From an optimization exercise on the open Yosys and OpenROAD flow, aimed at small area and a short achievable clock period; shortcuts taken in it are not production practice. RTL that was checked went through simulation tests only; none was proved equivalent to the original. The RTL of runs 4 to 6 was laid out without a check of its function. Power and IR drop assume default switching activity.

## flow/design.v (module list and top-level ports; edited modules follow where they fit)
// module le_fpu_rshift: 16 lines
// module le_fpu_norm: 35 lines
// module le_fpu_inc24: 114 lines
// module le_fpu_add31: 245 lines
// module le_fpu_add8: 52 lines
// module le_fpu_add32: 256 lines
// module le_fpu_add26: 192 lines
// module le_fpu_add22: 156 lines
// module le_fpu_ac: 7 lines
// module le_fpu_pci: 11 lines
// module le_fpu_pcn: 11 lines
// module le_fpu_gci: 8 lines
// module le_fpu_gcn: 8 lines
// module le_fpu_inv: 6 lines
// module le_fpu_mul: 1231 lines
// module le_fpu_fa: 4 lines
// module le_fpu_ha: 4 lines
// module le_fpu_bpp: 3 lines
// module le_fpu: 298 lines
module le_fpu (
    input  wire        clk,
    input  wire        rst,         
    input  wire        in_valid,
    input  wire [31:0] in_insn,
    input  wire [31:0] in_a,        
    input  wire [31:0] in_b,        
    output reg         out_valid,
    output reg         out_fault,   
    output reg         out_wen,     
    output reg  [4:0]  out_rd,
    output reg  [31:0] out_data
);
  // ...
==> flow/flow/run.sh <==
#!/bin/bash
set -euo pipefail
export SETUP_SLACK_MARGIN=${SETUP_SLACK_MARGIN:-6.5}
export BUFFER_PORTS_ARGS="-buffer_cell sky130_fd_sc_hd__buf_2"
bash standard.sh > run.log 2>&1
==> flow/standard.sh <==
#!/bin/bash
# synth_recipe.tcl (not shown) runs the flow's synth.tcl, then flattens the netlist and writes it again
# the make line also repeats each setting of config.mk as NAME=value (left out here)
make -C /OpenROAD-flow-scripts/flow DESIGN_CONFIG=/design/flow/config.mk WORK_HOME=/design/flow/orfs CLKGATE_MAP_FILE= SYNTH_SCRIPT=/design/flow/synth_recipe.tcl "${@:-finish}"
==> flow/config.mk <==
export PLATFORM = sky130hd
export DESIGN_NAME = le_fpu
export DESIGN_NICKNAME = le_fpu
export VERILOG_FILES = /design/flow/design.v
export SDC_FILE = /design/flow/constraint.sdc
export NUM_CORES = 4
export LEC_CHECK = 0
export CAP_MARGIN = 20
export CORE_MARGIN = 2
export CORE_UTILIZATION = 45
export SLEW_MARGIN = 20
export SYNTH_HIERARCHICAL = 1
export SYNTH_MINIMUM_KEEP_SIZE = 0
==> flow/constraint.sdc <==
create_clock -name core_clock -period 16.0 [get_ports {clk}]
set_input_delay 3.2000 -clock core_clock [delete_from_list [all_inputs] [get_ports {clk}]]
set_output_delay 3.2000 -clock core_clock [all_outputs]
set_load 0.01 [all_outputs]
==> flow_summary.toml, run 1 <==
[min_path]
hold-path-endpoint = "r_rd[2]"
hp-class = "input port to flop"

[cells_and_area]
clockBufferCount = 9
largest_register = "r_val"
multi_input_area_share = 0.8208
reg.largest.list = "r_val: 32 flops, r_mc: 26 flops, r_exp: 10 flops"
final_util = 0.5001
multi_input_comb_area_um2 = 28210
nets = 4152
n_all_inverters = 205
nNonClkBuffers = 290
mostFrequentLayoutCells = "xnor2_1, a22oi_2, fa_1"
final_cells = 4523

[timing]
fin_ws_ns = 6.631
max_freq_mhz = 106.7
period_share = 0.5855
setup_tns_ns = 0

[placed_design]
io_buffers = 133
placed_cells = 4430
gp_congestion = 0.9245

[clocking]
postCtsSetupBuffers = 5

[routing]
drc = 0
dr.pass1.iters = 5
ant_nets = 0
via_per_inst = 6.214

[setup_path]
slowest_stage = "o21ai_2"
startpoint_type = "input port"
end_kind = "flop"
crit_top_cell = "fa_1"
crit_required_ns = 16.20

[floorplanning]
die-area_um2 = 71530

[pwr]
p_clk_w = 0.000216
power.density_nw_per_um2 = 154.4
clkPwrFrac = 0.041
seqPwrFrac = 0.077

[outcome]
run_status = "no timing/DRC/antenna violations"
==> inputs of run 2 (changes only) <==
==> flow/flow/run.sh (replaced) <==
#!/bin/bash
set -euo pipefail
export SETUP_SLACK_MARGIN=${SETUP_SLACK_MARGIN:-7.5}
export BUFFER_PORTS_ARGS="-buffer_cell sky130_fd_sc_hd__buf_2"
bash standard.sh > run.log 2>&1
==> flow_summary.toml, run 2 <==
[setup_path]
arrival_ns = 9.02
cpPeakStageDelay_ns = 0.56
crit_top_cell = "o21ai_4"
path_max_fanout = 8
end_kind = "flop"
slowest_stage = "or4_4"
startpoint_type = "input port"
crit_type = "input port to flop"
crit_required_ns = 16.24

[placed_design]
gp_congestion = 0.9821
dp_hpwl_mm = 79.78
io_buffers = 133

[clocking]
clock_path_buffers = 2
cts.clk_slew.worst_paths_ns = 0.07
cts_tree = "yes"
clock_sinks = 84
cts_root_buf = "clkbuf_16"
htreeDepth = 3
cts-buffers-inserted = 9
hold_buffers = 0

[timing]
rsz0062_at_grt = "true"
hold_violations = 0
maxSlewHeadroom = 0.2518
tightestPinTransition_ns = 1.112
drv_slew = 0
max_freq_mhz = 113.9
period_share = 0.5490
setup_tns_ns = 0
fin_crit_ns = 8.784
setup_viol = 0

[routing]
ant_nets = 0
routed_wl_mm = 121.9
via_per_inst = 6.345
drc = 0
vias = 29150
dr.pass1.iters = 7
wl_per_cell_um = 26.53
initialDrtViolationCount = 3056

[cells_and_area]
final_util = 0.5416
layout-drive-gt1-share = 0.3214
nets = 4226
largest_reg_flops = 32
nFillCells = 6241
reg.largest.list = "r_val: 32 flops, r_mc: 26 flops, r_exp: 10 flops"
area_delta_synth_final_pct = 19.15
mostFrequentLayoutCells = "xnor2_1, a22oi_2, fa_1"
layout_commonest_cell = "xnor2_1"
largest_register = "r_val"

[pwr]
vdd_drop_max_uv = 235.8
p_leak_nw = 14.21
power.density_nw_per_um2 = 151.5

[outcome]
run_status = "no timing/DRC/antenna violations"

[logic_synthesis]
synth_area_um2 = 31230
syn_avg_cell_area_um2 = 9.013
synthCells = 3465
synth_warnings = 9

[floorplanning]
die_y_um = 267.4
core_area_um2 = 68710
fp-row-count = 96
die_x_um = 267.4
die-area_um2 = 71530
start_util = 0.4546
boundaryPins = 139

[min_path]
hp-class = "input port to flop"

[global_route]
grt.total_usage = 0.3268
antenna_found_initial = 4
grt_max_degree = 62
grt_overflow_total = 0
grt_pass1_wl_mm = 177.5
grt_pass1_vias = 28110

[job]
drv_cap = 0
## run 2: power by group
part	switching (W)	internal (W)
combinational	0.00280	0.00221
clock	0.0000925	0.000108
sequential	0.000131	0.000303
## run 2: through the flow
step / cell area (µm²) / instances / worst slack, ns / hold WS [ns] / total power (W)
after floorplan: 31520 / 3518 / 7.506 / 3.228 / 0.004339
after global placement: 32670 / 4430 / 3.807 / 3.302 / 0.004890
after detailed placement: 32670 / 4430 / 3.804 / 3.305 / 0.004900
after CTS: 34990 / 4511 / 7.192 / 2.928 / 0.005290
after global routing: 37210 / 4593 / 7.142 / 2.927 / 0.006042
final: 37210 / 4594 / 7.216 / 2.942 / 0.005636
## run 2: final timing paths
kind              cells after the start         from       end
setup / recovery                     34      in_a[5]  r_val[9]
hold / removal                        1  in_insn[25]   r_rd[4]
## run 2: layout make-up
| type | instances | area [µm²] | share of cell area |
|---|---|---|---|
| Antenna cell | 1 | 2.502 | 0.00006725 |
| Clock buffer | 9 | 225.2 | 0.006052 |
| Clock inverter | 7 | 57.56 | 0.001547 |
| Inverter | 205 | 832.0 | 0.02236 |
| Multi-Input combinational cell | 2996 | 29610 | 0.7958 |
| Sequential cell | 84 | 1755 | 0.04717 |
| Tap cell | 931 | 1165 | 0.03130 |
| Timing Repair Buffer | 361 | 3561 | 0.09569 |
## run 2: routing by layer
layer	vias up	GRT usage	routed length (µm)	part of all wire
li1	12750	-	-	-
met1	14370	0.4197	47970	0.39
met2	1651	0.5126	53860	0.44
met3	374	0.07659	13160	0.11
met4	6	0.1656	6821	0.056
met5	-	0	42	0.00034
## run 2: worst max-delay path: cells and delay by family
family	cells	cell delay, ns
fa+ha+maj	2	0.69
xor+xnor	2	0.32
buf+inv	7	0.90
compound gates	14	2.23
simple gates	9	1.65
## run 2: timing repair
item | in CTS | in global routing
endpoints found under the setup margin | 63 | 60
cloned | 10 | 9
pin swaps | 80 | 89
setup buffers | 55 | 73
resized for setup | 305 | 308
==> inputs of run 3 (changes only) <==
==> flow/flow/run.sh (replaced) <==
#!/bin/bash
set -euo pipefail
export SETUP_SLACK_MARGIN=${SETUP_SLACK_MARGIN:-7}
export BUFFER_PORTS_ARGS="-buffer_cell sky130_fd_sc_hd__buf_2"
bash standard.sh > run.log 2>&1
==> flow_summary.toml, run 3 <==
[min_path]
hp-class = "input port to flop"
min_delay_path_depth = 1
worstHoldStart = "in_insn[22]"

[timing]
setup_viol = 0
rsz0062_at_grt = "true"
tightestPinTransition_ns = 1.092
max_freq_mhz = 111.5
fin_crit_ns = 8.969
period_share = 0.5605
maxSlewHeadroom = 0.2718
hold_violations = 0
setup_tns_ns = 0
drv_slew = 0

[clocking]
clock_path_buffers = 2
cts.clk_slew.worst_paths_ns = 0.07
cts_root_buf = "clkbuf_16"
hold_buffers = 0
cts_tree = "yes"
clock_sinks = 84
htreeDepth = 3
cts-buffers-inserted = 9

[setup_path]
crit_top_cell = "o21ai_4"
slowest_stage = "or4_4"
cpLargestDelayFamily = "compound AO/OA/AOI/OAI gates"
crit_cells = 39
crit_required_ns = 16.24
cp_num_buf_inv = 10
startpoint_type = "input port"
path_max_fanout = 8
startpoint = "in_b[15]"
cpPeakStageDelay_ns = 0.44
arrival_ns = 9.20
crit_type = "input port to flop"
end_kind = "flop"

[logic_synthesis]
synth_warnings = 9
synthCells = 3465
synth_area_um2 = 31230
syn_avg_cell_area_um2 = 9.013

[outcome]
run_status = "no timing/DRC/antenna violations"

[global_route]
grt_pass1_wl_mm = 173.0
grt.total_usage = 0.3178
antenna_found_initial = 4
grt_overflow_total = 0
grt_pass1_vias = 27560
grt_max_degree = 62

[pwr]
p_leak_nw = 13.78
vdd_drop_max_uv = 192.8
power.density_nw_per_um2 = 151.2

[cells_and_area]
mostFrequentLayoutCells = "xnor2_1, a22oi_2, fa_1"
nets = 4167
reg.largest.list = "r_val: 32 flops, r_mc: 26 flops, r_exp: 10 flops"
layout-drive-gt1-share = 0.2817
largest_register = "r_val"
nFillCells = 6493
regArea_um2 = 1703
multi_input_comb_area_um2 = 28690
final_util = 0.5160
layout_commonest_cell = "xnor2_1"
largest_reg_flops = 32
n_antenna_cell = 0
area_delta_synth_final_pct = 13.53

[routing]
wl_per_cell_um = 25.61
via_per_inst = 6.277
routed_wl_mm = 116.1
initialDrtViolationCount = 2803
vias = 28460
dr.pass1.iters = 6
drc = 0
ant_nets = 0

[placed_design]
io_buffers = 133
dp_hpwl_mm = 78.06
gp_congestion = 0.9349

[floorplanning]
core_area_um2 = 68710
start_util = 0.4546
die-area_um2 = 71530
die_y_um = 267.4
boundaryPins = 139
die_x_um = 267.4
fp-row-count = 96

[job]
drv_cap = 0
[run 3: path summary, 6_finish.rpt]
path,end
worst max-delay path,r_val[17]
worst min-delay path,r_rd[1]
[run 3: per-stage QoR]
step / cell area, µm² / total power (W) / setup slack (ns) / hold slack [ns] / cells
3_3_place_gp: 32650 / 0.004898 / 3.917 / 3.302 / 4432
2_1_floorplan: 31450 / 0.004336 / 7.005 / 3.228 / 3518
6_report: 35460 / 0.005363 / 7.031 / 2.933 / 4534
5_1_grt: 35460 / 0.005817 / 6.808 / 2.921 / 4534
4_1_cts: 34240 / 0.005233 / 7.001 / 2.915 / 4490
3_5_place_dp: 32650 / 0.004925 / 3.877 / 3.304 / 4432
[run 3: cell type report]
class / instances / area share
Multi-Input combinational cell: 2993 / 0.8092
Timing Repair Buffer: 305 / 0.07891
Sequential cell: 84 / 0.04803
Tap cell: 931 / 0.03285
Inverter: 205 / 0.02223
Clock buffer: 9 / 0.006352
Clock inverter: 7 / 0.002470
[run 3: where the power goes]
part           total (W)  internal [W]  switching [W]
clock           0.000218      0.000125      0.0000926
combinational    0.00473       0.00205        0.00269
sequential      0.000411      0.000298       0.000113
total            0.00536       0.00247        0.00289
[run 3: repair_timing]
action,4_1_cts,5_1_grt
pin swaps,23,49
endpoints found under the setup margin,63,60
gates cloned,13,1
setup buffers,29,43
gates resized for setup,176,182
[run 3: metal layers]
layer | up-vias | GRT usage | wire, µm
met5 | - | 0 | 56
met4 | 8 | 0.1545 | 5927
met3 | 350 | 0.07659 | 12140
met2 | 1533 | 0.4968 | 52180
met1 | 13950 | 0.4108 | 45810
li1 | 12620 | - | -
==> module le_fpu_rshift, before the edit <==
module le_fpu_rshift (
    input  wire [31:0] x,
    input  wire [4:0]  sh,
    input  wire        big,
    output wire [32:0] w,
    output wire        stk
);
    wire [64:0] t = {x, 33'd0} >> sh;
    reg [31:0] lost;
    integer j;
    always @(*)
        for (j = 0; j < 32; j = j + 1)
            lost[j] = big | ({1'b0, sh} >= j + 2);
    assign w   = big ? 33'd0 : t[64:32];
    assign stk = ((x & lost) != 32'd0);
endmodule
==> module le_fpu, before the edit <==
module le_fpu (
    input  wire        clk,
    input  wire        rst,         
    input  wire        in_valid,
    input  wire [31:0] in_insn,
    input  wire [31:0] in_a,        
    input  wire [31:0] in_b,        
    output reg         out_valid,
    output reg         out_fault,   
    output reg         out_wen,     
    output reg  [4:0]  out_rd,
    output reg  [31:0] out_data
);
    wire [5:0] op   = in_insn[31:26];
    wire [4:0] f_rb = in_insn[15:11];
    wire [4:0] f_rc = in_insn[10:6];
    wire [5:0] func = in_insn[5:0];
    reg legal;
    always @(*) begin
        legal = 1'b0;
        if (op == 6'h04) begin
            case (func)
                6'h00, 6'h01, 6'h02, 6'h07, 6'h08:
                    legal = (f_rc == 5'd0);
                6'h09, 6'h0A, 6'h0B, 6'h0C, 6'h0D, 6'h0E:
                    legal = (f_rb == 5'd0) && (f_rc == 5'd0);
                default:
                    legal = 1'b0;
            endcase
        end
    end
    wire f_add  = (func[5:1] == 5'b00000);              
    wire f_sub  = func[0];
    wire f_mul  = (func == 6'h02);
    wire f_mm   = (func == 6'h07) || (func == 6'h08);
    wire f_min  = (func == 6'h07);
    wire f_abs  = (func == 6'h09);
    wire f_neg  = (func == 6'h0A);
    wire f_cif  = (func == 6'h0B) || (func == 6'h0D);   
    wire f_qif  = func[2];                               
    wire f_cfi  = (func == 6'h0C) || (func == 6'h0E);   
    wire f_qfi  = func[1];                               
    wire f_pass = f_mm | f_abs | f_neg;
    wire        sa = in_a[31];
    wire [7:0]  ea = in_a[30:23];
    wire [22:0] fa = in_a[22:0];
    wire        a_zero = (ea == 8'd0);
    wire        a_emax = (ea == 8'hFF);
    wire        a_fnz  = (fa != 23'd0);
    wire        a_inf  = a_emax & ~a_fnz;
    wire        a_nan  = a_emax & a_fnz;
    wire        sb = in_b[31];
    wire [7:0]  eb = in_b[30:23];
    wire [22:0] fb = in_b[22:0];
    wire        b_zero = (eb == 8'd0);
    wire        b_emax = (eb == 8'hFF);
    wire        b_fnz  = (fb != 23'd0);
    wire        b_inf  = b_emax & ~b_fnz;
    wire        b_nan  = b_emax & b_fnz;
    wire [30:0] cmp_d;
    wire        a_ge;
    le_fpu_add31 u_cmp (
        .x   (in_a[30:0]),
        .y   (~in_b[30:0]),
        .cin (1'b1),
        .s   (cmp_d),
        .cout(a_ge)
    );
    wire a_eq = (in_a[30:0] == in_b[30:0]);
    wire        sb_eff  = sb ^ f_sub;
    wire        eff_sub = sa ^ sb_eff;
    wire        sel_a   = ~f_add | ~a_ge;
    wire        z_sel   = sel_a ? a_zero : b_zero;
    wire [22:0] f_sel   = sel_a ? fa : fb;
    wire [31:0] s_in    = f_cif ? in_a : {1'b0, ~z_sel, f_sel & {23{~z_sel}}, 7'd0};
    wire [7:0]  d_ab, d_ba;
    wire        e_ge, e_le;                          
    le_fpu_add8 u_d_ab (
        .x   (ea),
        .y   (~eb),
        .cin (1'b1),
        .s   (d_ab),
        .cout(e_ge)
    );
    le_fpu_add8 u_d_ba (
        .x   (eb),
        .y   (~ea),
        .cin (1'b1),
        .s   (d_ba),
        .cout(e_le)
    );
    wire [7:0]  d_exp   = e_ge ? d_ab : d_ba;
    wire [8:0]  t_cvt   = (f_qfi ? 9'd126 : 9'd157) - {1'b0, ea};
    wire        cvt_sat = t_cvt[8];                      
    wire [7:0]  sh_full = f_add ? d_exp : (f_cif ? 8'd0 : t_cvt[7:0]);
    wire [32:0] w;
    wire        stk;
    le_fpu_rshift u_rshift (
        .x  (s_in),
        .sh (sh_full[4:0]),
        .big(sh_full[7:5] != 3'd0),
        .w  (w),
        .stk(stk)
    );
    wire        cfi_up = w[0] & (stk | w[1]);
    wire [31:0] x_add  = f_add ? {1'b0, 1'b1, (a_ge ? fa : fb), 7'd0}
                               : {31'd0, f_cfi & (sa ^ cfi_up)};
    wire [31:0] y_add  = {w[32:2], w[1] | (f_add & (w[0] | stk))};
    wire        inv    = f_add ? eff_sub : sa;
    wire        cin    = f_add ? eff_sub : (f_cif & sa);
    wire [31:0] sum;
    wire        add_co;
    le_fpu_add32 u_add (
        .x   (x_add),
        .y   (y_add ^ {32{inv}}),
        .cin (cin),
        .s   (sum),
        .cout(add_co)
    );
    wire [47:0] mul_s, mul_c;
    le_fpu_mul u_mul (
        .a({1'b1, fa}),
        .b({1'b1, fb}),
        .s(mul_s),
        .c(mul_c)
    );
    wire [21:0] mul_lo;
    wire        mul_cy;
    le_fpu_add22 u_mul_lo (
        .x   (mul_s[21:0]),
        .y   (mul_c[21:0]),
        .cin (1'b0),
        .s   (mul_lo),
        .cout(mul_cy)
    );
    wire [21:0] mul_t  = mul_s[21:0] ^ mul_c[21:0];
    wire [21:0] mul_o  = {mul_s[20:0] | mul_c[20:0], 1'b0};
    wire        mul_st = (mul_t != mul_o);
    wire mag_a_ge = b_zero | (~a_zero & a_ge);
    wire mag_a_le = a_zero | (~b_zero & (~a_ge | a_eq));
    wire a_le_b = (sa & ~sb) | (~sa & ~sb & mag_a_le) | (sa & sb & mag_a_ge);
    wire a_ge_b = (~sa & sb) | (~sa & ~sb & mag_a_ge) | (sa & sb & mag_a_le);
    wire pick_a = ~f_mm | b_nan | (~a_nan & (f_min ? a_le_b : a_ge_b));
    wire        p_sign = pick_a ? (f_abs ? 1'b0 : (sa ^ f_neg)) : sb;
    wire [30:0] p_mag  = pick_a ? (a_zero ? 31'd0 : in_a[30:0])
                                : (b_zero ? 31'd0 : in_b[30:0]);
    reg        c_rnd, c_sign, c_nan, c_inf, c_zero, c_sat, c_cfi, c_mul;
    reg [9:0]  c_exp;
    reg [31:0] c_val;
    always @(*) begin
        c_rnd  = 1'b0;
        c_nan  = 1'b0;
        c_inf  = 1'b0;
        c_zero = 1'b0;
        c_sat  = 1'b0;
        c_cfi  = 1'b0;
        c_mul  = f_mul;
        c_sign = sa;
        c_exp  = 10'd0;
        c_val  = sum;
        if (f_add) begin
            c_sign = a_ge ? sa : sb_eff;
            c_exp  = {2'd0, (a_ge ? ea : eb)} + 10'd1;
            if (a_nan | b_nan | (a_inf & b_inf & eff_sub))
                c_nan = 1'b1;
            else if (a_inf | b_inf) begin
                c_inf  = 1'b1;
                c_sign = a_inf ? sa : sb_eff;
            end else if (a_zero & b_zero) begin
                c_zero = 1'b1;
                c_sign = sa & sb_eff;
            end else
                c_rnd = 1'b1;
        end else if (f_mul) begin
            c_sign = sa ^ sb;
            c_exp  = {2'd0, ea} + {2'd0, eb} - 10'd126;
            c_val  = {mul_s[47:22], mul_cy, mul_st, 4'd0};
            if (a_nan | b_nan | (a_inf & b_zero) | (b_inf & a_zero))
                c_nan = 1'b1;
            else if (a_inf | b_inf)
                c_inf = 1'b1;
            else if (a_zero | b_zero)
                c_zero = 1'b1;
            else
                c_rnd = 1'b1;
        end else if (f_pass) begin
            c_val = {p_sign, p_mag};
            c_nan = f_mm ? (a_nan & b_nan) : a_nan;
        end else if (f_cif) begin
            c_exp = f_qif ? 10'd127 : 10'd158;
            c_rnd = 1'b1;
        end else begin
            c_cfi = 1'b1;
            if (a_nan) begin
                c_zero = 1'b1;
                c_sign = 1'b0;
            end else if (a_inf | cvt_sat)
                c_sat = 1'b1;
        end
    end
    reg        r_rnd, r_sign, r_nan, r_inf, r_zero, r_sat, r_cfi, r_mul;
    reg [9:0]  r_exp;
    reg [31:0] r_val;
    reg [25:0] r_mc;                     
    reg        r_valid, r_fault, r_wen;
    reg [4:0]  r_rd;
    always @(posedge clk) begin
        if (rst)
            r_valid <= 1'b0;
        else
            r_valid <= in_valid;
    end
    always @(posedge clk) begin
        r_fault <= ~legal;
        r_wen   <= legal;
        r_rd    <= in_insn[25:21];
        r_rnd   <= c_rnd;
        r_sign  <= c_sign;
        r_nan   <= c_nan;
        r_inf   <= c_inf;
        r_zero  <= c_zero;
        r_sat   <= c_sat;
        r_cfi   <= c_cfi;
        r_mul   <= c_mul;
        r_exp   <= c_exp;
        r_val   <= c_val;
        r_mc    <= mul_c[47:22];
    end
    wire [31:0] nz;
    wire [4:0]  lz_n;
    le_fpu_norm u_norm (
        .x (r_val),
        .n (nz),
        .lz(lz_n)
    );
    wire [25:0] mp;
    wire        mp_co;
    le_fpu_add26 u_mul_hi (
        .x   (r_val[31:6]),
        .y   (r_mc),
        .cin (r_val[5]),
        .s   (mp),
        .cout(mp_co)
    );
    wire [31:0] nm   = mp[25] ? {mp, r_val[4], 5'd0} : {mp[24:0], r_val[4], 6'd0};
    wire [31:0] nn   = r_mul ? nm : nz;
    wire [4:0]  lz   = r_mul ? {4'd0, ~mp[25]} : lz_n;
    wire        g_n  = nn[7];
    wire        s_n  = (nn[6:0] != 7'd0);
    wire        up   = g_n & (s_n | nn[8]);
    wire [23:0] m_r;
    wire        cy;                          
    le_fpu_inc24 u_round (
        .x   (nn[31:8]),
        .cin (up),
        .s   (m_r),
        .cout(cy)
    );
    wire [7:0]  e0 = r_exp[7:0] - {3'd0, lz};
    wire [7:0]  e1 = e0 + 8'd1;
    wire        ex_ge255 = ($signed(r_exp) >= 10'sd255);
    wire        ex_ge256 = ($signed(r_exp) >= 10'sd256);
    wire        ex_eq254 = (r_exp == 10'd254);
    wire        ex_eq255 = (r_exp == 10'd255);
    wire        top1 = r_mul ? mp[25] : r_val[31];
    wire        top2 = r_mul | r_val[30];
    wire        ovf0 = top1 ? ex_ge255 : (top2 & ex_ge256);
    wire        ovf1 = top1 ? (ex_ge255 | ex_eq254) : (top2 & (ex_ge256 | ex_eq255));
    wire        ex_neg = r_exp[9];
    wire        ex_big = ~r_exp[9] & (r_exp[8:5] != 4'd0);
    wire        unf0 = ex_neg | (~ex_big & (r_exp[4:0] <= lz));
    wire        unf1 = ex_neg | (~ex_big & (r_exp[4:0] < lz));
    wire [7:0]  ef0  = ovf0 ? 8'hFF : (unf0 ? 8'h00 : e0);
    wire [7:0]  ef1  = ovf1 ? 8'hFF : (unf1 ? 8'h00 : e1);
    wire        val_zero = (r_val == 32'd0);
    wire        k_rnd  = r_rnd & ~val_zero;              
    wire        k_cfi  = r_cfi & ~r_zero & ~r_sat;        
    wire        k_pass = ~(r_rnd | r_cfi | r_nan | r_inf | r_zero | r_sat);
    wire        k_one  = r_nan | r_inf;                   
    wire        k_sat  = r_sat | (k_cfi & ~r_sign & r_val[31]);
    wire        k_val  = (k_cfi & ~(~r_sign & r_val[31])) | k_pass;
    always @(*) begin
        out_valid = r_valid;
        out_fault = r_fault;
        out_wen   = r_wen;
        out_rd    = r_rd;
        out_data[31]    = (~r_nan & ~(r_rnd & val_zero) & ~k_val & r_sign)
                        | (k_val & r_val[31]);
        out_data[30:23] = ({8{k_one}})
                        | ({8{k_rnd}} & (cy ? ef1 : ef0))
                        | ({8{k_sat & ~r_sign}})
                        | ({8{k_val}} & r_val[30:23]);
        out_data[22:0]  = ({r_nan, 22'd0})
                        | ({23{k_rnd & ~(ovf0 | unf0)}} & m_r[22:0])
                        | ({23{k_sat & ~r_sign}})
                        | ({23{k_val}} & r_val[22:0]);
    end
endmodule
==> inputs of run 4 (changes only) <==
--- a/flow/design.v
+++ b/flow/design.v
@@ -4,6 +4,13 @@
     input  wire        big,
-    output wire [32:0] w,
-    output wire        stk
+    output wire [32:0] w
 );
     wire [64:0] t = {x, 33'd0} >> sh;
+    assign w = big ? 33'd0 : t[64:32];
+endmodule
+module le_fpu_sticky (
+    input  wire [31:0] x,
+    input  wire [4:0]  sh,
+    input  wire        big,
+    output wire        stk
+);
     reg [31:0] lost;
@@ -13,3 +20,2 @@
             lost[j] = big | ({1'b0, sh} >= j + 2);
-    assign w   = big ? 33'd0 : t[64:32];
     assign stk = ((x & lost) != 32'd0);
@@ -2455,3 +2461,2 @@
     wire [32:0] w;
-    wire        stk;
     le_fpu_rshift u_rshift (
@@ -2460,5 +2465,21 @@
         .big(sh_full[7:5] != 3'd0),
-        .w  (w),
-        .stk(stk)
+        .w  (w)
+    );
+    wire [7:0]  sh_a  = f_add ? d_ba : (f_cif ? 8'd0 : t_cvt[7:0]);
+    wire [31:0] xa_in = f_cif ? in_a : {1'b0, ~a_zero, fa & {23{~a_zero}}, 7'd0};
+    wire [31:0] xb_in = {1'b0, ~b_zero, fb & {23{~b_zero}}, 7'd0};
+    wire        stka, stkb;
+    le_fpu_sticky u_stk_a (
+        .x  (xa_in),
+        .sh (sh_a[4:0]),
+        .big(sh_a[7:5] != 3'd0),
+        .stk(stka)
+    );
+    le_fpu_sticky u_stk_b (
+        .x  (xb_in),
+        .sh (d_ab[4:0]),
+        .big(d_ab[7:5] != 3'd0),
+        .stk(stkb)
     );
+    wire        stk   = sel_a ? stka : stkb;
     wire        cfi_up = w[0] & (stk | w[1]);
==> flow_summary.toml, run 4 <==
[outcome]
run_status = "no timing/DRC/antenna violations"

[setup_path]
startpoint_type = "input port"
end_kind = "flop"
slowest_stage = "fa_1"
crit_top_cell = "fa_1"
path_cells = "buf_6, buf_12, buf_4, buf_4, inv_1, nand3_1, o21ai_2, buf_4, a22oi_2, xnor2_1, fa_1, fa_1, fa_1, fa_1, inv_1, ha_1, xnor2_1, nor4_1, nand3_1, nor3_4, o22ai_1, a311o_1"
crit_type = "input port to flop"
cpPeakStageDelay_ns = 0.58
path_max_fanout = 23
crit_required_ns = 16.19
arrival_ns = 9.15

[pwr]
p_leak_nw = 14.79
vdd_drop_max_uv = 195.3
power.density_nw_per_um2 = 153.6
power_w = 0.005785

[routing]
initialDrtViolationCount = 3294
routed_wl_mm = 128.9
ant_nets = 0
vias = 30950
drc = 0
wl_per_cell_um = 26.46
dr.pass1.iters = 6
via_per_inst = 6.355

[cells_and_area]
final_util = 0.5267
mostFrequentLayoutCells = "xnor2_1, nand2_1, a22oi_2"
layout-drive-gt1-share = 0.2854
largest_reg_flops = 32
largest_register = "r_val"
nets = 4485
reg.largest.list = "r_val: 32 flops, r_mc: 26 flops, r_exp: 10 flops"
area_delta_synth_final_pct = 15.86
stdcell_area_um2 = 37650
n_antenna_cell = 0
final_cells = 4871
layout_commonest_cell = "xnor2_1"

[placed_design]
placed_cell_area_um2 = 33920
io_buffers = 133
gp_congestion = 0.9735
dp_hpwl_mm = 83.01
placed_cells = 4682

[logic_synthesis]
synth_area_um2 = 32500
synth_warnings = 9
synthCells = 3691
syn_avg_cell_area_um2 = 8.805

[clocking]
cts-buffers-inserted = 9
cts_root_buf = "clkbuf_16"
clock_sinks = 84
cts_tree = "yes"
cts.clk_slew.worst_paths_ns = 0.07
htreeDepth = 3
clock_path_buffers = 2
hold_buffers = 0

[global_route]
grt_overflow_total = 0
grt_pass1_wl_mm = 186.5
grt_pass1_vias = 29220
grt.total_usage = 0.3274
grt_max_degree = 58
antenna_found_initial = 2

[floorplanning]
die_x_um = 272.7
die_y_um = 272.7
boundaryPins = 139
core_area_um2 = 71490
start_util = 0.4546
die-area_um2 = 74390
fp-row-count = 98

[timing]
fin_crit_ns = 8.955
hold_violations = 0
drv_slew = 0
setup_viol = 0
rsz0062_at_grt = "true"
period_share = 0.5597
maxSlewHeadroom = 0.3258
setup_tns_ns = 0
tightestPinTransition_ns = 1.005
max_freq_mhz = 111.7

[min_path]
worstHoldStart = "in_insn[21]"
min_delay_path_depth = 1
hold-path-endpoint = "r_rd[0]"
hp-class = "input port to flop"

[job]
drv_cap = 0
==> run 4: where the power goes <==
group	switching [W]	internal, W	total, W
clock network	0.0000900	0.000124	0.000214
registers	0.000111	0.000299	0.000410
logic	0.00297	0.00219	0.00516
==> run 4: layout make-up <==
type,count,area [µm²]
Clock buffer,9,225.2
Timing Repair inverter,1,5.005
Fill cell,6566,33830
Tap cell,950,1189
Clock inverter,7,82.58
Sequential cell,84,1703
Multi-Input combinational cell,3213,29550
Inverter,203,795.8
Timing Repair Buffer,404,4101
==> run 4: stage by stage <==
stage	hold WS, ns	setup slack, ns
floorplan	3.228	7.001
global placement	3.302	4.463
global route	2.937	6.903
finish	2.951	7.045
CTS	2.936	7.007
detailed placement	3.304	4.414
==> run 4: how the worst max path moves through the flow <==
stage	startpoint	end	slack, ns	cells after the start
after floorplan	in_b[15]	r_val[18]	7.00	31
after global placement	in_b[7]	r_val[18]	4.46	34
after detailed placement	in_b[7]	r_val[18]	4.41	34
after CTS	in_a[0]	r_val[22]	7.01	37
after global routing	in_b[15]	r_val[15]	6.90	36
final	in_b[13]	r_val[4]	7.04	22
==> run 4: worst max-delay path, delay by kind of cell <==
kind / cells / cell delay, ns
fa+ha+maj: 5 / 2.32
buf+inv: 7 / 1.47
simple gates: 4 / 0.97
compound gates: 4 / 0.80
xor+xnor: 2 / 0.33
==> run 4: metal layers <==
metal | track usage | vias up | part of all wire
met5 | 0 | - | 0.00010
met4 | 0.1514 | 2 | 0.059
met3 | 0.06950 | 409 | 0.11
met2 | 0.5179 | 1879 | 0.44
met1 | 0.4268 | 15080 | 0.39
li1 | - | 13590 | -
==> run 4: timing repair <==
item,in CTS,in global routing
setup buffers,29,112
cloned,16,16
pin swaps,16,50
gates resized for setup,202,219
setup endpoints to repair,63,59
==> module le_fpu_inc24, before the edit <==
module le_fpu_inc24 (
    input  wire [23:0] x,
    input  wire        cin,
    output wire [23:0] s,
    output wire        cout
);
    wire p1_1;
    le_fpu_ac u_p1_1 (.a(x[1]), .b(x[0]), .y(p1_1));
    wire p1_3;
    le_fpu_ac u_p1_3 (.a(x[3]), .b(x[2]), .y(p1_3));
    wire p1_5;
    le_fpu_ac u_p1_5 (.a(x[5]), .b(x[4]), .y(p1_5));
    wire p1_7;
    le_fpu_ac u_p1_7 (.a(x[7]), .b(x[6]), .y(p1_7));
    wire p1_9;
    le_fpu_ac u_p1_9 (.a(x[9]), .b(x[8]), .y(p1_9));
    wire p1_11;
    le_fpu_ac u_p1_11 (.a(x[11]), .b(x[10]), .y(p1_11));
    wire p1_13;
    le_fpu_ac u_p1_13 (.a(x[13]), .b(x[12]), .y(p1_13));
    wire p1_15;
    le_fpu_ac u_p1_15 (.a(x[15]), .b(x[14]), .y(p1_15));
    wire p1_17;
    le_fpu_ac u_p1_17 (.a(x[17]), .b(x[16]), .y(p1_17));
    wire p1_19;
    le_fpu_ac u_p1_19 (.a(x[19]), .b(x[18]), .y(p1_19));
    wire p1_21;
    le_fpu_ac u_p1_21 (.a(x[21]), .b(x[20]), .y(p1_21));
    wire p1_23;
    le_fpu_ac u_p1_23 (.a(x[23]), .b(x[22]), .y(p1_23));
    wire p2_2;
    le_fpu_ac u_p2_2 (.a(x[2]), .b(p1_1), .y(p2_2));
    wire p2_3;
    le_fpu_ac u_p2_3 (.a(p1_3), .b(p1_1), .y(p2_3));
    wire p2_6;
    le_fpu_ac u_p2_6 (.a(x[6]), .b(p1_5), .y(p2_6));
    wire p2_7;
    le_fpu_ac u_p2_7 (.a(p1_7), .b(p1_5), .y(p2_7));
    wire p2_10;
    le_fpu_ac u_p2_10 (.a(x[10]), .b(p1_9), .y(p2_10));
    wire p2_11;
    le_fpu_ac u_p2_11 (.a(p1_11), .b(p1_9), .y(p2_11));
    wire p2_14;
    le_fpu_ac u_p2_14 (.a(x[14]), .b(p1_13), .y(p2_14));
    wire p2_15;
    le_fpu_ac u_p2_15 (.a(p1_15), .b(p1_13), .y(p2_15));
    wire p2_18;
    le_fpu_ac u_p2_18 (.a(x[18]), .b(p1_17), .y(p2_18));
    wire p2_19;
    le_fpu_ac u_p2_19 (.a(p1_19), .b(p1_17), .y(p2_19));
    wire p2_22;
    le_fpu_ac u_p2_22 (.a(x[22]), .b(p1_21), .y(p2_22));
    wire p2_23;
    le_fpu_ac u_p2_23 (.a(p1_23), .b(p1_21), .y(p2_23));
    wire p3_4;
    le_fpu_ac u_p3_4 (.a(x[4]), .b(p2_3), .y(p3_4));
    wire p3_5;
    le_fpu_ac u_p3_5 (.a(p1_5), .b(p2_3), .y(p3_5));
    wire p3_6;
    le_fpu_ac u_p3_6 (.a(p2_6), .b(p2_3), .y(p3_6));
    wire p3_7;
    le_fpu_ac u_p3_7 (.a(p2_7), .b(p2_3), .y(p3_7));
    wire p3_12;
    le_fpu_ac u_p3_12 (.a(x[12]), .b(p2_11), .y(p3_12));
    wire p3_13;
    le_fpu_ac u_p3_13 (.a(p1_13), .b(p2_11), .y(p3_13));
    wire p3_14;
    le_fpu_ac u_p3_14 (.a(p2_14), .b(p2_11), .y(p3_14));
    wire p3_15;
    le_fpu_ac u_p3_15 (.a(p2_15), .b(p2_11), .y(p3_15));
    wire p3_20;
    le_fpu_ac u_p3_20 (.a(x[20]), .b(p2_19), .y(p3_20));
    wire p3_21;
    le_fpu_ac u_p3_21 (.a(p1_21), .b(p2_19), .y(p3_21));
    wire p3_22;
    le_fpu_ac u_p3_22 (.a(p2_22), .b(p2_19), .y(p3_22));
    wire p3_23;
    le_fpu_ac u_p3_23 (.a(p2_23), .b(p2_19), .y(p3_23));
    wire p4_8;
    le_fpu_ac u_p4_8 (.a(x[8]), .b(p3_7), .y(p4_8));
    wire p4_9;
    le_fpu_ac u_p4_9 (.a(p1_9), .b(p3_7), .y(p4_9));
    wire p4_10;
    le_fpu_ac u_p4_10 (.a(p2_10), .b(p3_7), .y(p4_10));
    wire p4_11;
    le_fpu_ac u_p4_11 (.a(p2_11), .b(p3_7), .y(p4_11));
    wire p4_12;
    le_fpu_ac u_p4_12 (.a(p3_12), .b(p3_7), .y(p4_12));
    wire p4_13;
    le_fpu_ac u_p4_13 (.a(p3_13), .b(p3_7), .y(p4_13));
    wire p4_14;
    le_fpu_ac u_p4_14 (.a(p3_14), .b(p3_7), .y(p4_14));
    wire p4_15;
    le_fpu_ac u_p4_15 (.a(p3_15), .b(p3_7), .y(p4_15));
    wire p5_16;
    le_fpu_ac u_p5_16 (.a(x[16]), .b(p4_15), .y(p5_16));
    wire p5_17;
    le_fpu_ac u_p5_17 (.a(p1_17), .b(p4_15), .y(p5_17));
    wire p5_18;
    le_fpu_ac u_p5_18 (.a(p2_18), .b(p4_15), .y(p5_18));
    wire p5_19;
    le_fpu_ac u_p5_19 (.a(p2_19), .b(p4_15), .y(p5_19));
    wire p5_20;
    le_fpu_ac u_p5_20 (.a(p3_20), .b(p4_15), .y(p5_20));
    wire p5_21;
    le_fpu_ac u_p5_21 (.a(p3_21), .b(p4_15), .y(p5_21));
    wire p5_22;
    le_fpu_ac u_p5_22 (.a(p3_22), .b(p4_15), .y(p5_22));
    wire p5_23;
    le_fpu_ac u_p5_23 (.a(p3_23), .b(p4_15), .y(p5_23));
    wire [23:0] c = {p5_22, p5_21, p5_20, p5_19, p5_18, p5_17, p5_16, p4_15, p4_14, p4_13, p4_12, p4_11, p4_10, p4_9, p4_8, p3_7, p3_6, p3_5, p3_4, p2_3, p2_2, p1_1, x[0], 1'b1} & {24{cin}};
    assign s = x ^ c;
    assign cout = cin & p5_23;
endmodule
==> inputs of run 5 (changes only) <==
--- a/flow/design.v
+++ b/flow/design.v
@@ -4,13 +4,6 @@
     input  wire        big,
-    output wire [32:0] w
-);
-    wire [64:0] t = {x, 33'd0} >> sh;
-    assign w = big ? 33'd0 : t[64:32];
-endmodule
-module le_fpu_sticky (
-    input  wire [31:0] x,
-    input  wire [4:0]  sh,
-    input  wire        big,
+    output wire [32:0] w,
     output wire        stk
 );
+    wire [64:0] t = {x, 33'd0} >> sh;
     reg [31:0] lost;
@@ -20,2 +13,3 @@
             lost[j] = big | ({1'b0, sh} >= j + 2);
+    assign w   = big ? 33'd0 : t[64:32];
     assign stk = ((x & lost) != 32'd0);
@@ -63,109 +57,154 @@
 );
-    wire p1_1;
-    le_fpu_ac u_p1_1 (.a(x[1]), .b(x[0]), .y(p1_1));
-    wire p1_3;
-    le_fpu_ac u_p1_3 (.a(x[3]), .b(x[2]), .y(p1_3));
-    wire p1_5;
-    le_fpu_ac u_p1_5 (.a(x[5]), .b(x[4]), .y(p1_5));
-    wire p1_7;
-    le_fpu_ac u_p1_7 (.a(x[7]), .b(x[6]), .y(p1_7));
-    wire p1_9;
-    le_fpu_ac u_p1_9 (.a(x[9]), .b(x[8]), .y(p1_9));
-    wire p1_11;
-    le_fpu_ac u_p1_11 (.a(x[11]), .b(x[10]), .y(p1_11));
-    wire p1_13;
-    le_fpu_ac u_p1_13 (.a(x[13]), .b(x[12]), .y(p1_13));
-    wire p1_15;
-    le_fpu_ac u_p1_15 (.a(x[15]), .b(x[14]), .y(p1_15));
-    wire p1_17;
-    le_fpu_ac u_p1_17 (.a(x[17]), .b(x[16]), .y(p1_17));
-    wire p1_19;
-    le_fpu_ac u_p1_19 (.a(x[19]), .b(x[18]), .y(p1_19));
-    wire p1_21;
-    le_fpu_ac u_p1_21 (.a(x[21]), .b(x[20]), .y(p1_21));
-    wire p1_23;
-    le_fpu_ac u_p1_23 (.a(x[23]), .b(x[22]), .y(p1_23));
-    wire p2_2;
-    le_fpu_ac u_p2_2 (.a(x[2]), .b(p1_1), .y(p2_2));
-    wire p2_3;
-    le_fpu_ac u_p2_3 (.a(p1_3), .b(p1_1), .y(p2_3));
-    wire p2_6;
-    le_fpu_ac u_p2_6 (.a(x[6]), .b(p1_5), .y(p2_6));
-    wire p2_7;
-    le_fpu_ac u_p2_7 (.a(p1_7), .b(p1_5), .y(p2_7));
-    wire p2_10;
-    le_fpu_ac u_p2_10 (.a(x[10]), .b(p1_9), .y(p2_10));
-    wire p2_11;
-    le_fpu_ac u_p2_11 (.a(p1_11), .b(p1_9), .y(p2_11));
-    wire p2_14;
-    le_fpu_ac u_p2_14 (.a(x[14]), .b(p1_13), .y(p2_14));
-    wire p2_15;
-    le_fpu_ac u_p2_15 (.a(p1_15), .b(p1_13), .y(p2_15));
-    wire p2_18;
-    le_fpu_ac u_p2_18 (.a(x[18]), .b(p1_17), .y(p2_18));
-    wire p2_19;
-    le_fpu_ac u_p2_19 (.a(p1_19), .b(p1_17), .y(p2_19));
-    wire p2_22;
-    le_fpu_ac u_p2_22 (.a(x[22]), .b(p1_21), .y(p2_22));
-    wire p2_23;
-    le_fpu_ac u_p2_23 (.a(p1_23), .b(p1_21), .y(p2_23));
-    wire p3_4;
-    le_fpu_ac u_p3_4 (.a(x[4]), .b(p2_3), .y(p3_4));
-    wire p3_5;
-    le_fpu_ac u_p3_5 (.a(p1_5), .b(p2_3), .y(p3_5));
-    wire p3_6;
-    le_fpu_ac u_p3_6 (.a(p2_6), .b(p2_3), .y(p3_6));
-    wire p3_7;
-    le_fpu_ac u_p3_7 (.a(p2_7), .b(p2_3), .y(p3_7));
-    wire p3_12;
-    le_fpu_ac u_p3_12 (.a(x[12]), .b(p2_11), .y(p3_12));
-    wire p3_13;
-    le_fpu_ac u_p3_13 (.a(p1_13), .b(p2_11), .y(p3_13));
-    wire p3_14;
-    le_fpu_ac u_p3_14 (.a(p2_14), .b(p2_11), .y(p3_14));
-    wire p3_15;
-    le_fpu_ac u_p3_15 (.a(p2_15), .b(p2_11), .y(p3_15));
-    wire p3_20;
-    le_fpu_ac u_p3_20 (.a(x[20]), .b(p2_19), .y(p3_20));
-    wire p3_21;
-    le_fpu_ac u_p3_21 (.a(p1_21), .b(p2_19), .y(p3_21));
-    wire p3_22;
-    le_fpu_ac u_p3_22 (.a(p2_22), .b(p2_19), .y(p3_22));
-    wire p3_23;
-    le_fpu_ac u_p3_23 (.a(p2_23), .b(p2_19), .y(p3_23));
-    wire p4_8;
-    le_fpu_ac u_p4_8 (.a(x[8]), .b(p3_7), .y(p4_8));
-    wire p4_9;
-    le_fpu_ac u_p4_9 (.a(p1_9), .b(p3_7), .y(p4_9));
-    wire p4_10;
-    le_fpu_ac u_p4_10 (.a(p2_10), .b(p3_7), .y(p4_10));
-    wire p4_11;
-    le_fpu_ac u_p4_11 (.a(p2_11), .b(p3_7), .y(p4_11));
-    wire p4_12;
-    le_fpu_ac u_p4_12 (.a(p3_12), .b(p3_7), .y(p4_12));
-    wire p4_13;
-    le_fpu_ac u_p4_13 (.a(p3_13), .b(p3_7), .y(p4_13));
-    wire p4_14;
-    le_fpu_ac u_p4_14 (.a(p3_14), .b(p3_7), .y(p4_14));
-    wire p4_15;
-    le_fpu_ac u_p4_15 (.a(p3_15), .b(p3_7), .y(p4_15));
-    wire p5_16;
-    le_fpu_ac u_p5_16 (.a(x[16]), .b(p4_15), .y(p5_16));
-    wire p5_17;
-    le_fpu_ac u_p5_17 (.a(p1_17), .b(p4_15), .y(p5_17));
-    wire p5_18;
-    le_fpu_ac u_p5_18 (.a(p2_18), .b(p4_15), .y(p5_18));
-    wire p5_19;
-    le_fpu_ac u_p5_19 (.a(p2_19), .b(p4_15), .y(p5_19));
-    wire p5_20;
-    le_fpu_ac u_p5_20 (.a(p3_20), .b(p4_15), .y(p5_20));
-    wire p5_21;
-    le_fpu_ac u_p5_21 (.a(p3_21), .b(p4_15), .y(p5_21));
-    wire p5_22;
-    le_fpu_ac u_p5_22 (.a(p3_22), .b(p4_15), .y(p5_22));
-    wire p5_23;
-    le_fpu_ac u_p5_23 (.a(p3_23), .b(p4_15), .y(p5_23));
-    wire [23:0] c = {p5_22, p5_21, p5_20, p5_19, p5_18, p5_17, p5_16, p4_15, p4_14, p4_13, p4_12, p4_11, p4_10, p4_9, p4_8, p3_7, p3_6, p3_5, p3_4, p2_3, p2_2, p1_1, x[0], 1'b1} & {24{cin}};
-    assign s = x ^ c;
-    assign cout = cin & p5_23;
+    wire q1_1;
+    le_fpu_nd u_q1_1 (.a(x[1]), .b(x[0]), .y(q1_1));
+    wire q1_3;
+    le_fpu_nd u_q1_3 (.a(x[3]), .b(x[2]), .y(q1_3));
+    wire q1_5;
+    le_fpu_nd u_q1_5 (.a(x[5]), .b(x[4]), .y(q1_5));
+    wire q1_7;
+    le_fpu_nd u_q1_7 (.a(x[7]), .b(x[6]), .y(q1_7));
+    wire q1_9;
+    le_fpu_nd u_q1_9 (.a(x[9]), .b(x[8]), .y(q1_9));
+    wire q1_11;
+    le_fpu_nd u_q1_11 (.a(x[11]), .b(x[10]), .y(q1_11));
+    wire q1_13;
+    le_fpu_nd u_q1_13 (.a(x[13]), .b(x[12]), .y(q1_13));
+    wire q1_15;
+    le_fpu_nd u_q1_15 (.a(x[15]), .b(x[14]), .y(q1_15));
+    wire q1_17;
+    le_fpu_nd u_q1_17 (.a(x[17]), .b(x[16]), .y(q1_17));
+    wire q1_19;
+    le_fpu_nd u_q1_19 (.a(x[19]), .b(x[18]), .y(q1_19));
+    wire q1_21;
+    le_fpu_nd u_q1_21 (.a(x[21]), .b(x[20]), .y(q1_21));
+    wire q1_23;
+    le_fpu_nd u_q1_23 (.a(x[23]), .b(x[22]), .y(q1_23));
+    wire v1;
+    le_fpu_inv u_v1 (.a(q1_1), .y(v1));
+    wire q2_2;
+    le_fpu_nd u_q2_2 (.a(x[2]), .b(v1), .y(q2_2));
+    wire q2_3;
+    le_fpu_nr u_q2_3 (.a(q1_3), .b(q1_1), .y(q2_3));
+    wire v2;
+    le_fpu_inv u_v2 (.a(q1_5), .y(v2));
+    wire q2_6;
+    le_fpu_nd u_q2_6 (.a(x[6]), .b(v2), .y(q2_6));
+    wire q2_7;
+    le_fpu_nr u_q2_7 (.a(q1_7), .b(q1_5), .y(q2_7));
+    wire v3;
+    le_fpu_inv u_v3 (.a(q1_9), .y(v3));
+    wire q2_10;
+    le_fpu_nd u_q2_10 (.a(x[10]), .b(v3), .y(q2_10));
+    wire q2_11;
+    le_fpu_nr u_q2_11 (.a(q1_11), .b(q1_9), .y(q2_11));
+    wire v4;
+    le_fpu_inv u_v4 (.a(q1_13), .y(v4));
+    wire q2_14;
+    le_fpu_nd u_q2_14 (.a(x[14]), .b(v4), .y(q2_14));
+    wire q2_15;
+    le_fpu_nr u_q2_15 (.a(q1_15), .b(q1_13), .y(q2_15));
+    wire v5;
+    le_fpu_inv u_v5 (.a(q1_17), .y(v5));
+    wire q2_18;
+    le_fpu_nd u_q2_18 (.a(x[18]), .b(v5), .y(q2_18));
+    wire q2_19;
+    le_fpu_nr u_q2_19 (.a(q1_19), .b(q1_17), .y(q2_19));
+    wire v6;
+    le_fpu_inv u_v6 (.a(q1_21), .y(v6));
+    wire q2_22;
+    le_fpu_nd u_q2_22 (.a(x[22]), .b(v6), .y(q2_22));
+    wire q2_23;
+    le_fpu_nr u_q2_23 (.a(q1_23), .b(q1_21), .y(q2_23));
+    wire q3_4;
+    le_fpu_nd u_q3_4 (.a(x[4]), .b(q2_3), .y(q3_4));
+    wire v7;
+    le_fpu_inv u_v7 (.a(q2_3), .y(v7));
+    wire q3_5;
+    le_fpu_nr u_q3_5 (.a(q1_5), .b(v7), .y(q3_5));
+    wire q3_6;
+    le_fpu_nr u_q3_6 (.a(q2_6), .b(v7), .y(q3_6));
+    wire q3_7;
+    le_fpu_nd u_q3_7 (.a(q2_7), .b(q2_3), .y(q3_7));
+    wire q3_12;
+    le_fpu_nd u_q3_12 (.a(x[12]), .b(q2_11), .y(q3_12));
+    wire v8;
+    le_fpu_inv u_v8 (.a(q2_11), .y(v8));
+    wire q3_13;
+    le_fpu_nr u_q3_13 (.a(q1_13), .b(v8), .y(q3_13));
+    wire q3_14;
+    le_fpu_nr u_q3_14 (.a(q2_14), .b(v8), .y(q3_14));
+    wire q3_15;
+    le_fpu_nd u_q3_15 (.a(q2_15), .b(q2_11), .y(q3_15));
+    wire q3_20;
+    le_fpu_nd u_q3_20 (.a(x[20]), .b(q2_19), .y(q3_20));
+    wire v9;
+    le_fpu_inv u_v9 (.a(q2_19), .y(v9));
+    wire q3_21;
+    le_fpu_nr u_q3_21 (.a(q1_21), .b(v9), .y(q3_21));
+    wire q3_22;
+    le_fpu_nr u_q3_22 (.a(q2_22), .b(v9), .y(q3_22));
+    wire q3_23;
+    le_fpu_nd u_q3_23 (.a(q2_23), .b(q2_19), .y(q3_23));
+    wire v10;
+    le_fpu_inv u_v10 (.a(q3_7), .y(v10));
+    wire q4_8;
+    le_fpu_nd u_q4_8 (.a(x[8]), .b(v10), .y(q4_8));
+    wire q4_9;
+    le_fpu_nr u_q4_9 (.a(q1_9), .b(q3_7), .y(q4_9));
+    wire q4_10;
+    le_fpu_nr u_q4_10 (.a(q2_10), .b(q3_7), .y(q4_10));
+    wire q4_11;
+    le_fpu_nd u_q4_11 (.a(q2_11), .b(v10), .y(q4_11));
+    wire q4_12;
+    le_fpu_nr u_q4_12 (.a(q3_12), .b(q3_7), .y(q4_12));
+    wire q4_13;
+    le_fpu_nd u_q4_13 (.a(q3_13), .b(v10), .y(q4_13));
+    wire q4_14;
+    le_fpu_nd u_q4_14 (.a(q3_14), .b(v10), .y(q4_14));
+    wire q4_15;
+    le_fpu_nr u_q4_15 (.a(q3_15), .b(q3_7), .y(q4_15));
+    wire q5_16;
+    le_fpu_nd u_q5_16 (.a(x[16]), .b(q4_15), .y(q5_16));
+    wire v11;
+    le_fpu_inv u_v11 (.a(q4_15), .y(v11));
+    wire q5_17;
+    le_fpu_nr u_q5_17 (.a(q1_17), .b(v11), .y(q5_17));
+    wire q5_18;
+    le_fpu_nr u_q5_18 (.a(q2_18), .b(v11), .y(q5_18));
+    wire q5_19;
+    le_fpu_nd u_q5_19 (.a(q2_19), .b(q4_15), .y(q5_19));
+    wire q5_20;
+    le_fpu_nr u_q5_20 (.a(q3_20), .b(v11), .y(q5_20));
+    wire q5_21;
+    le_fpu_nd u_q5_21 (.a(q3_21), .b(q4_15), .y(q5_21));
+    wire q5_22;
+    le_fpu_nd u_q5_22 (.a(q3_22), .b(q4_15), .y(q5_22));
+    wire q5_23;
+    le_fpu_nr u_q5_23 (.a(q3_23), .b(v11), .y(q5_23));
+    wire cin_n = ~cin;
+    assign s[0] = x[0] ^ cin;
+    assign s[1] = x[1] ^ (cin & x[0]);
+    assign s[2] = x[2] ^ ~(cin_n | q1_1);
+    assign s[3] = x[3] ^ ~(cin_n | q2_2);
+    assign s[4] = x[4] ^ (cin & q2_3);
+    assign s[5] = x[5] ^ ~(cin_n | q3_4);
+    assign s[6] = x[6] ^ (cin & q3_5);
+    assign s[7] = x[7] ^ (cin & q3_6);
+    assign s[8] = x[8] ^ ~(cin_n | q3_7);
+    assign s[9] = x[9] ^ ~(cin_n | q4_8);
+    assign s[10] = x[10] ^ (cin & q4_9);
+    assign s[11] = x[11] ^ (cin & q4_10);
+    assign s[12] = x[12] ^ ~(cin_n | q4_11);
+    assign s[13] = x[13] ^ (cin & q4_12);
+    assign s[14] = x[14] ^ ~(cin_n | q4_13);
+    assign s[15] = x[15] ^ ~(cin_n | q4_14);
+    assign s[16] = x[16] ^ (cin & q4_15);
+    assign s[17] = x[17] ^ ~(cin_n | q5_16);
+    assign s[18] = x[18] ^ (cin & q5_17);
+    assign s[19] = x[19] ^ (cin & q5_18);
+    assign s[20] = x[20] ^ ~(cin_n | q5_19);
+    assign s[21] = x[21] ^ (cin & q5_20);
+    assign s[22] = x[22] ^ ~(cin_n | q5_21);
+    assign s[23] = x[23] ^ ~(cin_n | q5_22);
+    assign cout = (cin & q5_23);
 endmodule
@@ -1072,9 +1111,2 @@
 endmodule
-module le_fpu_ac (
-    input  wire a,
-    input  wire b,
-    output wire y
-);
-    assign y = a & b;
-endmodule
 module le_fpu_pci (
@@ -1123,2 +1155,16 @@
 endmodule
+module le_fpu_nd (
+    input  wire a,
+    input  wire b,
+    output wire y
+);
+    assign y = ~(a & b);
+endmodule
+module le_fpu_nr (
+    input  wire a,
+    input  wire b,
+    output wire y
+);
+    assign y = ~(a | b);
+endmodule
 module le_fpu_mul (
@@ -2461,2 +2507,3 @@
     wire [32:0] w;
+    wire        stk;
     le_fpu_rshift u_rshift (
@@ -2465,21 +2512,5 @@
         .big(sh_full[7:5] != 3'd0),
-        .w  (w)
-    );
-    wire [7:0]  sh_a  = f_add ? d_ba : (f_cif ? 8'd0 : t_cvt[7:0]);
-    wire [31:0] xa_in = f_cif ? in_a : {1'b0, ~a_zero, fa & {23{~a_zero}}, 7'd0};
-    wire [31:0] xb_in = {1'b0, ~b_zero, fb & {23{~b_zero}}, 7'd0};
-    wire        stka, stkb;
-    le_fpu_sticky u_stk_a (
-        .x  (xa_in),
-        .sh (sh_a[4:0]),
-        .big(sh_a[7:5] != 3'd0),
-        .stk(stka)
-    );
-    le_fpu_sticky u_stk_b (
-        .x  (xb_in),
-        .sh (d_ab[4:0]),
-        .big(d_ab[7:5] != 3'd0),
-        .stk(stkb)
+        .w  (w),
+        .stk(stk)
     );
-    wire        stk   = sel_a ? stka : stkb;
     wire        cfi_up = w[0] & (stk | w[1]);
==> flow_summary.toml, run 5 <==
[clocking]
clock_path_buffers = 2
hold_buffers = 0
htreeDepth = 3
clock_sinks = 84
cts_root_buf = "clkbuf_16"
cts_tree = "yes"
cts.clk_slew.worst_paths_ns = 0.07
cts-buffers-inserted = 9

[setup_path]
arrival_ns = 9.30
end_kind = "flop"
path_max_fanout = 38
crit_type = "input port to flop"
startpoint_type = "input port"
crit_required_ns = 16.22

[timing]
period_share = 0.5673
setup_viol = 0
tightestPinTransition_ns = 1.144
rsz0062_at_grt = "true"
holdWs_ns = 2.939
fin_ws_ns = 6.924
maxSlewHeadroom = 0.2375
hold_violations = 0
setup_tns_ns = 0
fin_crit_ns = 9.076
drv_slew = 0
max_freq_mhz = 110.2

[pwr]
p_leak_nw = 13.76
power.density_nw_per_um2 = 155.1
vdd_drop_max_uv = 222.6

[routing]
dr.pass1.iters = 6
drc = 0
via_per_inst = 6.318
ant_nets = 0
vias = 28630
wl_per_cell_um = 25.87
routed_wl_mm = 117.2
initialDrtViolationCount = 3065

[floorplanning]
boundaryPins = 139
die-area_um2 = 71400
fp-row-count = 96
core_area_um2 = 68590
die_y_um = 267.2
start_util = 0.4545
die_x_um = 267.2

[cells_and_area]
layout-drive-gt1-share = 0.2781
area_delta_synth_final_pct = 13.28
n_antenna_cell = 0
reg.largest.list = "r_val: 32 flops, r_mc: 26 flops, r_exp: 10 flops"
layout_commonest_cell = "xnor2_1"
nets = 4164
mostFrequentLayoutCells = "xnor2_1, a22oi_2, nand2_1, fa_1, nor2_1"
largest_reg_flops = 32
largest_register = "r_val"

[logic_synthesis]
syn_avg_cell_area_um2 = 8.971
synthCells = 3475
synth_warnings = 9
synth_area_um2 = 31170

[min_path]
min_delay_path_depth = 1
hp-class = "input port to flop"
worstHoldStart = "in_insn[21]"
hold-path-endpoint = "r_rd[0]"

[outcome]
run_status = "no timing/DRC/antenna violations"

[global_route]
grt_pass1_vias = 27680
grt_overflow_total = 0
grt.total_usage = 0.3208
antenna_found_initial = 5
grt_max_degree = 62
grt_pass1_wl_mm = 174.6

[placed_design]
gp_congestion = 0.9463
dp_slack_ns = 3.850
dp_hpwl_mm = 77.57
io_buffers = 133

[job]
drv_cap = 0
==> run 5: timing repair <==
item / 4_1_cts / 5_1_grt
gates resized for setup: 203 / 143
pin swaps: 27 / 66
cloned: 17 / 0
buffers inserted: 28 / 31
setup endpoints to repair: 63 / 59
==> run 5: worst max-delay path, stage by stage <==
cell and delay, ns:
buf_2 0.18, buf_4 0.66, inv_1 0.22, nand3_1 0.16, o21ai_2 0.06, buf_4 0.30, a22oi_2 0.22, xnor2_1 0.14
ha_1 0.26, fa_1 0.47, fa_1 0.41, fa_1 0.54, fa_1 0.56, inv_1 0.06, ha_1 0.28, xor2_1 0.26
nand4_1 0.13, nor3_1 0.15, nand4_1 0.31, a22o_1 0.31, a221o_1 0.34
==> run 5: per-layer routing <==
layer | track usage | vias to the layer above | wire, µm
li1 | - | 12620 | -
met1 | 0.4138 | 13980 | 46130
met2 | 0.5085 | 1640 | 52590
met3 | 0.06749 | 381 | 11970
met4 | 0.1578 | 10 | 6483
met5 | 0 | - | 65
==> run 5: layout make-up <==
cell class,instances,area [µm²]
multi-input cells,2991,28470
well taps,931,1165
clock inverters,7,87.58
flip-flops and latches,84,1698
repair buffers,294,2835
clock buffers,9,225.2
fillers,6353,33270
inverters,215,830.8
==> run 5: stage by stage <==
step | total power, W | util | cells | instance area [µm²]
2_1_floorplan | 0.004338 | - | 3528 | 31390
3_3_place_gp | 0.004950 | 0.4749 | 4439 | 32570
3_5_place_dp | 0.004986 | 0.4749 | 4439 | 32570
4_1_cts | 0.005305 | 0.5022 | 4500 | 34450
5_1_grt | 0.005866 | 0.5149 | 4531 | 35320
6_report | 0.005478 | 0.5149 | 4531 | 35320
==> run 5: power by group <==
group          leakage [nW]  switching, W  internal, W
logic                  12.9       0.00279      0.00206
registers             0.703      0.000114     0.000297
clock network         0.155     0.0000925     0.000125
total                  13.8       0.00299      0.00249
==> run 5: how the worst max path moves through the flow <==
stage / from / endpoint / slack [ns]
2_1_floorplan: in_b[15] / r_val[18] / 7.00
3_3_place_gp: in_b[15] / r_val[18] / 3.94
3_5_place_dp: in_b[15] / r_val[19] / 3.85
4_1_cts: in_a[1] / r_val[20] / 7.00
5_1_grt: in_b[0] / r_val[14] / 6.75
6_report: in_b[9] / r_val[4] / 6.92
==> inputs of run 6 (changes only) <==
==> flow/flow/run.sh (replaced) <==
#!/bin/bash
set -euo pipefail
export SETUP_SLACK_MARGIN=${SETUP_SLACK_MARGIN:-7.25}
export BUFFER_PORTS_ARGS="-buffer_cell sky130_fd_sc_hd__buf_2"
bash standard.sh > run.log 2>&1
==> flow_summary.toml, run 6 <==
[global_route]
grt_max_degree = 62
grt_pass1_vias = 28020
grt_overflow_total = 0
grt_pass1_wl_mm = 176.0
antenna_found_initial = 7
grt.total_usage = 0.3228

[setup_path]
cpPeakStageDelay_ns = 0.44
cpLargestDelayFamily = "compound AO/OA/AOI/OAI gates"
crit_required_ns = 16.24
crit_type = "input port to flop"
path_max_fanout = 7
startpoint_type = "input port"
slowest_stage = "o21ai_2"
cp_num_buf_inv = 8
arrival_ns = 9.08
end_kind = "flop"

[pwr]
pwr-share-comb = 0.889
p_leak_nw = 14.02
p_switching_w = 0.002983
intPower_w = 0.002504
clkPwrFrac = 0.036
switching_share = 0.5436
vdd_drop_max_uv = 222.1
power_w = 0.005487
seqPwrFrac = 0.075
power.density_nw_per_um2 = 151.8

[logic_synthesis]
syn_avg_cell_area_um2 = 8.971
synthCells = 3475
synth_warnings = 9
synth_area_um2 = 31170

[clocking]
clock_path_buffers = 2
cts_tree = "yes"
clock_sinks = 84
cts_root_buf = "clkbuf_16"
htreeDepth = 3
cts.clk_slew.worst_paths_ns = 0.06
cts-buffers-inserted = 9

[timing]
fin_crit_ns = 8.842
rsz0062_at_grt = "true"
maxSlewHeadroom = 0.2712
setup_tns_ns = 0
fin_ws_ns = 7.158
tightestPinTransition_ns = 1.093
max_freq_mhz = 113.1
period_share = 0.5526
setup_viol = 0
drv_slew = 0
hold_violations = 0

[routing]
highest_layer = "met5"
dr.pass1.iters = 6
initialDrtViolationCount = 3093
route.met3.wl_mm = 12.38
via_per_inst = 6.306
ant_nets = 0
wl_met1_mm = 46.94
dr_wl_met2_mm = 52.66
drc = 0
wl_per_cell_um = 25.81
vias = 28860
routed_wl_mm = 118.1

[outcome]
run_status = "no timing/DRC/antenna violations"

[placed_design]
gp_congestion = 0.9259
placed_cell_area_um2 = 32600
io_buffers = 133
dp_hpwl_mm = 77.53
dp_slack_ns = 3.508

[cells_and_area]
layout_commonest_cell = "xnor2_1"
multi_input_comb_area_um2 = 28790
nets = 4207
regArea_um2 = 1703
nFillCells = 6280
stdcell_area_um2 = 36140
mostFrequentLayoutCells = "xnor2_1, a22oi_2, nand2_1"
largest_register = "r_val"
largest_reg_flops = 32
reg.largest.list = "r_val: 32 flops, r_mc: 26 flops, r_exp: 10 flops"
area_delta_synth_final_pct = 15.91
layout-drive-gt1-share = 0.2937

[floorplanning]
boundaryPins = 139
fp-row-count = 96
die_y_um = 267.2
start_util = 0.4545
core_area_um2 = 68590
die-area_um2 = 71400
die_x_um = 267.2

[min_path]
hp-class = "input port to flop"

[job]
drv_cap = 0
[run 6: cell types whose count changed in the layout (fill, tap and decap cells not counted), sizes merged]
cell	change
inv	-1
nand2	+3
bufinv	-1
buf	+43
diode	+2
clkbuf	-3
clkinvlp	+2
[run 6: power groups by stage]
stage | registers (W) | logic, W | clock network [W]
after floorplan | 0.000343 | 0.00400 | 0
after global placement | 0.000407 | 0.00456 | 0
after detailed placement | 0.000407 | 0.00459 | 0
after CTS | 0.000405 | 0.00472 | 0.000201
after global routing | 0.000416 | 0.00528 | 0.000211
final | 0.000414 | 0.00488 | 0.000197
[run 6: area by class of cell]
cell class / instances / area share
Multi-Input combinational cell: 2994 / 0.7968
Sequential cell: 84 / 0.04712
Tap cell: 931 / 0.03224
Antenna cell: 2 / 0.0001385
Clock inverter: 7 / 0.001593
Inverter: 215 / 0.02327
Timing Repair Buffer: 334 / 0.09259
Clock buffer: 9 / 0.006232
[run 6: timing repair]
action                     in CTS  in global routing
gates resized for setup       294                133
setup buffers                  46                 49
gates cloned                   19                  2
hold buffers                    0                  0
setup endpoints to repair      63                 59
pin swaps                      53                 81
[run 6: per-stage QoR]
step                  util  hold WS [ns]  std cells
finish              0.5269         2.940       4576
global route        0.5268         2.936       4574
CTS                 0.5100         2.929       4523
detailed placement  0.4752         3.304       4442
global placement    0.4752         3.303       4442
floorplan                -         3.228       3528
[run 6: path summary, 6_finish.rpt]
path | from | endpoint | slack [ns] | cells after the start
max | in_a[0] | r_val[9] | 7.16 | 36
min | in_insn[22] | r_rd[1] | 2.94 | 1
[run 6: metal layers]
metal	vias up	track usage
li1	12700	-
met1	14080	0.4231
met2	1696	0.5078
met3	360	0.07448
met4	14	0.1392
met5	-	0

## afterwards: timing with drivers on the ports
In the flow no input, the clock included, has a driving cell. The finished layouts below were timed again as built, in two steps.
Step 1 sets driving cells, clkbuf_16 on the clock port and buf_2 on the other inputs (assumed; they add their load-dependent delay and slew).
Step 2 also shifts input and output timing later by t, the mid clock arrival at the registers, as if the neighbouring blocks saw the same clock.
Three values: no drivers, after step 1, after step 2; two values: the first two.
run | t, ns | setup slack, ns | worst setup path after step 2 | latest minus earliest clock arrival (ns)
run 1 | 0.388 | 6.631 / 6.596 / 6.208 | input to register | 0.012 / 0.012
run 2 | 0.386 | 7.216 / 7.200 / 6.814 | input to register | 0.008 / 0.008
run 3 | 0.395 | 7.031 / 7.012 / 6.617 | input to register | 0.015 / 0.014
run 4 | 0.387 | 7.045 / 6.945 / 6.558 | input to register | 0.010 / 0.011
run 5 | 0.394 | 6.924 / 6.943 / 6.549 | input to register | 0.011 / 0.011
run 6 | 0.397 | 7.158 / 7.148 / 6.752 | input to register | 0.007 / 0.007
After both steps setup and hold are still met in every run listed. The setup slack of run 4, which loses most, moves by -0.100 ns with the drivers and by -0.487 ns with both steps.
